Background: an optimization exercise with open tools, aiming at small area and a short achievable clock period. Do not read the settings as production practice.
The RTL was checked by simulation tests, not by an equivalence proof against the original design.
Power is estimated from default activity; no workload was simulated.

==> inputs of run a <==
==> flow/design.v <==
module ec_encode (
    input  wire [255:0] data,
    output reg  [31:0]  check
);
    reg [15:0] rp;
    integer j, k;
    always @* begin
        for (j = 0; j < 16; j = j + 1) begin
            rp[j]         = ^data[16 * j +: 16];
            check[16 + j] = 1'b0;
            for (k = 0; k < 16; k = k + 1)
                check[16 + j] = check[16 + j] ^ data[16 * k + j];
        end
        for (j = 0; j < 16; j = j + 1)
            check[j] = rp[j] ^ rp[(j + 15) % 16];
    end
endmodule
module ec_classify (
    input  wire [31:0] synd,       
    output wire        zero,       
    output wire        cbit,       
    output wire        dbit,       
    output wire        spois,      
    output wire        uerr,       
    output wire [15:0] pair        
);
    wire [15:0] sr = synd[15:0];
    wire [15:0] sc = synd[31:16];
    function [3:1] ge3_16(input [15:0] x);
        reg [3:1] a, t;
        integer g, i, k;
        begin
            a = 3'b000;
            for (g = 0; g < 4; g = g + 1) begin
                t[1] = |x[4 * g +: 4];
                t[2] = (x[4*g] & (x[4*g+1] | x[4*g+2] | x[4*g+3])) | (x[4*g+1] & (x[4*g+2] | x[4*g+3])) |
                       (x[4*g+2] & x[4*g+3]);
                t[3] = (x[4*g] & x[4*g+1] & (x[4*g+2] | x[4*g+3])) | (x[4*g+2] & x[4*g+3] & (x[4*g] | x[4*g+1]));
                a = merge3(a, t);
            end
            ge3_16 = a;
        end
    endfunction
    function [3:1] merge3(input [3:1] a, input [3:1] b);
        begin
            merge3[1] = a[1] | b[1];
            merge3[2] = a[2] | b[2] | (a[1] & b[1]);
            merge3[3] = a[3] | b[3] | (a[2] & b[1]) | (a[1] & b[2]);
        end
    endfunction
    function [5:1] ge5_4(input [3:0] x);
        begin
            ge5_4[1] = |x;
            ge5_4[2] = (x[0] & (x[1] | x[2] | x[3])) | (x[1] & (x[2] | x[3])) | (x[2] & x[3]);
            ge5_4[3] = (x[0] & x[1] & (x[2] | x[3])) | (x[2] & x[3] & (x[0] | x[1]));
            ge5_4[4] = &x;
            ge5_4[5] = 1'b0;
        end
    endfunction
    function [5:1] merge5(input [5:1] a, input [5:1] b);
        integer k, i;
        reg [5:0] ea, eb;
        begin
            ea = {a, 1'b1};
            eb = {b, 1'b1};
            for (k = 1; k <= 5; k = k + 1) begin
                merge5[k] = 1'b0;
                for (i = 0; i <= k; i = i + 1)
                    merge5[k] = merge5[k] | (ea[i] & eb[k - i]);
            end
        end
    endfunction
    wire [3:1] wr = ge3_16(sr);
    wire [3:1] wc = ge3_16(sc);
    wire [15:0] zc = ~sc;
    wire [5:1] z0 = merge5(ge5_4(zc[3:0]),  ge5_4(zc[7:4]));
    wire [5:1] z1 = merge5(ge5_4(zc[11:8]), ge5_4(zc[15:12]));
    wire [5:1] zz = merge5(z0, z1);
    genvar r;
    generate
        for (r = 0; r < 16; r = r + 1) begin : g_pair
            assign pair[r] = sr[r] & sr[(r + 1) % 16];
        end
    endgenerate
    wire sr_one = wr[1] & ~wr[2];
    wire sc_one = wc[1] & ~wc[2];
    wire sr_two = wr[2] & ~wr[3];
    assign zero  = ~wr[1] & ~wc[1];
    assign spois = ~zz[5];
    assign cbit  = (sr_one & ~wc[1]) | (sc_one & ~wr[1]);
    assign dbit  = sc_one & sr_two & (|pair);
    assign uerr  = ~zero & ~spois & ~cbit & ~dbit;
endmodule
module ec_rmw (
    input  wire         clk,
    input  wire         rst_n,
    input  wire         in_valid,
    input  wire [1:0]   in_op,        
    input  wire [31:0]  in_mask,      
    input  wire [255:0] in_wdata,     
    input  wire [31:0]  in_wpoison,   
    input  wire [255:0] in_sdata,     
    input  wire [31:0]  in_scheck,    
    output reg          out_valid,
    output reg  [2:0]   out_class,
    output reg  [31:0]  out_synd,
    output reg  [255:0] out_rdata,
    output reg          out_poison,
    output reg          out_wb,
    output reg  [255:0] out_wdata,
    output reg  [31:0]  out_wcheck,
    output reg          out_ev_ce,
    output reg          out_ev_ue,
    output reg          out_ev_pw
);
    localparam OP_WRITE = 2'd1;
    localparam OP_SCRUB = 2'd2;
    wire        wr    = (in_op == OP_WRITE);
    wire        scrub = (in_op == OP_SCRUB);
    wire [31:0] keep  = ~(in_mask & {32{wr}});    
    reg [255:0] mraw;
    integer b;
    always @* begin
        for (b = 0; b < 32; b = b + 1)
            mraw[8 * b +: 8] = keep[b] ? in_sdata[8 * b +: 8] : in_wdata[8 * b +: 8];
    end
    wire [31:0] scalc, mcalc;
    ec_encode u_senc (.data(in_sdata), .check(scalc));
    ec_encode u_menc (.data(mraw),     .check(mcalc));
    wire [31:0] synd = in_scheck ^ scalc;
    wire [15:0] sc   = synd[31:16];
    wire        zero, cbit, dbit, spois, uerr;
    wire [15:0] pair;
    ec_classify u_cls (.synd(synd), .zero(zero), .cbit(cbit), .dbit(dbit), .spois(spois),
                       .uerr(uerr), .pair(pair));
    reg wfix_pre;
    integer r;
    always @* begin
        wfix_pre = 1'b0;
        for (r = 0; r < 16; r = r + 1)
            wfix_pre = wfix_pre | (pair[r] & ((keep[2 * r] & |sc[7:0]) | (keep[2 * r + 1] & |sc[15:8])));
    end
    reg         q_valid;
    reg         q_wr, q_scrub, q_full, q_wpm;
    reg [255:0] q_sdata;
    reg [255:0] q_mraw_n;    
    reg [31:0]  q_synd;
    reg [31:0]  q_mcalc;
    reg         q_wfix_pre;
    reg         q_zero, q_cbit, q_dbit, q_spois;
    always @(posedge clk) begin
        if (!rst_n)
            q_valid <= 1'b0;
        else
            q_valid <= in_valid;
        q_wr       <= wr;
        q_scrub    <= scrub;
        q_full     <= &in_mask;
        q_wpm      <= |(in_wpoison & in_mask);
        q_sdata    <= in_sdata;
        q_mraw_n   <= ~mraw;
        q_synd     <= synd;
        q_mcalc    <= mcalc;
        q_wfix_pre <= wfix_pre;
        q_zero     <= zero;
        q_cbit     <= cbit;
        q_dbit     <= dbit;
        q_spois    <= spois;
    end
    wire wfix = q_wfix_pre & q_dbit;              
    reg  [15:0]  row_fix, wrow_fix;
    reg  [255:0] flip, wflip;
    integer rr, c;
    always @* begin
        for (rr = 0; rr < 16; rr = rr + 1) begin
            row_fix[rr]  = q_synd[rr] & q_synd[(rr + 1) % 16] & q_dbit;
            wrow_fix[rr] = q_synd[rr] & q_synd[(rr + 1) % 16] & wfix;
        end
        for (rr = 0; rr < 16; rr = rr + 1)
            for (c = 0; c < 16; c = c + 1) begin
                flip[16 * rr + c]  = row_fix[rr] & q_synd[16 + c];
                wflip[16 * rr + c] = wrow_fix[rr] & q_synd[16 + c];
            end
    end
    wire uerr2     = ~q_zero & ~q_spois & ~q_cbit & ~q_dbit;
    wire corr      = q_cbit | q_dbit;
    wire bad       = ~q_zero & ~corr;              
    wire wpo       = q_wpm | (~q_full & bad);
    wire wb_poison = q_wr ? wpo : (q_scrub & uerr2);
    always @* begin
        out_valid  = q_valid;
        out_class  = {uerr2, q_dbit | q_spois, q_cbit | q_spois};
        out_synd   = q_synd;
        out_rdata  = q_sdata ^ flip;
        out_poison = q_wr ? wpo : bad;
        out_wb     = q_wr | (q_scrub & (corr | uerr2));
        out_wdata  = ~q_mraw_n ^ wflip;
        out_wcheck = q_mcalc ^ (q_synd & {32{wfix}}) ^ {{16{wb_poison}}, 16'h0000};
        out_ev_ce  = corr & ~(q_wr & q_full);
        out_ev_ue  = uerr2 & ~(q_wr & q_full);
        out_ev_pw  = wb_poison;
    end
endmodule
==> flow/flow/run.sh <==
#!/bin/bash
# The standard layout (the standard.sh: unchanged synthesis, floorplan, power
# grid, placement, CTS and routing) with these changes to how it is made:
#  - the port buffers that global placement inserts are buf_1 cells instead of
#    the resizer's default pick;
#  - pins may sit on adjacent routing tracks, so the ports fit a smaller die;
set -euo pipefail
export BUFFER_PORTS_ARGS="-buffer_cell sky130_fd_sc_hd__buf_1"
export SETUP_SLACK_MARGIN=7.1
export PLACE_PINS_ARGS="-min_distance 1 -min_distance_in_tracks"
bash standard.sh finish > flow_make.log 2>&1
==> flow/standard.sh <==
#!/bin/bash
# synth_recipe.tcl (not shown) runs the flow's synth.tcl, then flattens the netlist and writes it again
# the make line also repeats each setting of config.mk as NAME=value (left out here)
make -C /OpenROAD-flow-scripts/flow DESIGN_CONFIG=/design/flow/config.mk WORK_HOME=/design/flow/orfs CLKGATE_MAP_FILE= SYNTH_SCRIPT=/design/flow/synth_recipe.tcl "${@:-finish}"
==> flow/config.mk <==
export PLATFORM = sky130hd
export DESIGN_NAME = ec_rmw
export DESIGN_NICKNAME = ec_rmw
export VERILOG_FILES = /design/flow/design.v
export SDC_FILE = /design/flow/constraint.sdc
export NUM_CORES = 4
export LEC_CHECK = 0
export CAP_MARGIN = 20
export CORE_AREA = 5 5 250 250
export CTS_BUF_LIST = sky130_fd_sc_hd__clkbuf_4 sky130_fd_sc_hd__clkbuf_8
export DIE_AREA = 0 0 255 255
export PLACE_DENSITY = 0.68
export SLEW_MARGIN = 20
==> flow/constraint.sdc <==
create_clock -name core_clock -period 12.0 [get_ports {clk}]
set_input_delay 2.4000 -clock core_clock [delete_from_list [all_inputs] [get_ports {clk}]]
set_output_delay 2.4000 -clock core_clock [all_outputs]
set_load 0.01 [all_outputs]
==> inputs of run b, as changes to run a <==
--- a/flow/design.v
+++ b/flow/design.v
@@ -147,4 +147,6 @@
     reg [31:0]  q_synd;
     reg [31:0]  q_mcalc;
+    reg [15:0]  q_pair;
+    reg [31:0]  q_keep;
     reg         q_wfix_pre;
     reg         q_zero, q_cbit, q_dbit, q_spois;
@@ -162,4 +164,6 @@
         q_synd     <= synd;
         q_mcalc    <= mcalc;
+        q_pair     <= pair;
+        q_keep     <= keep;
         q_wfix_pre <= wfix_pre;
         q_zero     <= zero;
@@ -168,19 +172,20 @@
         q_spois    <= spois;
     end
-    wire wfix = q_wfix_pre & q_dbit;              
-    reg  [15:0]  row_fix, wrow_fix;
+    wire [15:0] row_fix = q_pair & {16{q_dbit}};
+    reg  [31:0] wrow_fix;      
     reg  [255:0] flip, wflip;
     integer rr, c;
     always @* begin
         for (rr = 0; rr < 16; rr = rr + 1) begin
-            row_fix[rr]  = q_synd[rr] & q_synd[(rr + 1) % 16] & q_dbit;
-            wrow_fix[rr] = q_synd[rr] & q_synd[(rr + 1) % 16] & wfix;
+            wrow_fix[2 * rr]     = row_fix[rr] & q_keep[2 * rr];
+            wrow_fix[2 * rr + 1] = row_fix[rr] & q_keep[2 * rr + 1];
         end
         for (rr = 0; rr < 16; rr = rr + 1)
             for (c = 0; c < 16; c = c + 1) begin
                 flip[16 * rr + c]  = row_fix[rr] & q_synd[16 + c];
-                wflip[16 * rr + c] = wrow_fix[rr] & q_synd[16 + c];
+                wflip[16 * rr + c] = wrow_fix[2 * rr + c / 8] & q_synd[16 + c];
             end
     end
+    wire wfix      = q_wfix_pre & q_dbit;
     wire uerr2     = ~q_zero & ~q_spois & ~q_cbit & ~q_dbit;
     wire corr      = q_cbit | q_dbit;
==> flow/flow/run.sh (replaced) <==
#!/bin/bash
set -euo pipefail
export BUFFER_PORTS_ARGS="-buffer_cell sky130_fd_sc_hd__buf_1"
export SETUP_SLACK_MARGIN=7
export PLACE_PINS_ARGS="-min_distance 1 -min_distance_in_tracks"
bash standard.sh finish > flow_make.log 2>&1
CORE_AREA = 5 5 315 315   (was 5 5 250 250)
DIE_AREA = 0 0 320 320   (was 0 0 255 255)
PLACE_DENSITY = default   (was 0.68)
==> comparison <==
- Run a finished with timing, DRC and antenna clean. Run b completed with no timing, DRC or antenna violations.
- Against run a, the sequential power of run b is higher by about 9%.
- Against run b, the flip-flop and latch count of run a is lower by 48.
- Die area: run b is larger than run a (57%).
- Between run b and run a, the lower non-clock buffer count is in run a (gap 15).
- Synthesized area: run b is larger than run a (2.9%).
- Synthesized cell count: run b is larger than run a (about 1.4%).
- Against run a, the first-iteration DRC count of run b is smaller by 30%.

-- port drivers added, routing unchanged --
In the flow no input, the clock included, has a driving cell. The finished layouts below were timed again as built, in two steps.
Step 1 assumes that a clkbuf_16 drives the clock port and a buf_2 every other input.
Step 2 times the ports against the registers' clock, not the clock port: input delays grow and output delays shrink by t, the midpoint of the rising clock arrivals with the driver on.
Slacks: ideal ports / drivers / drivers and shift; pairs: ideal ports / drivers.
run	t (ns)	slack for setup (ns)	latest minus earliest clock arrival (ns)
run a	0.768	7.067 / 7.005 / 6.337	0.033 / 0.033
run b	0.838	6.930 / 6.936 / 6.124	0.053 / 0.053
After both steps setup and hold are still met in every run listed. For run b, which loses most, drivers alone change the setup slack by +0.006 ns; drivers and shift together by -0.806 ns.
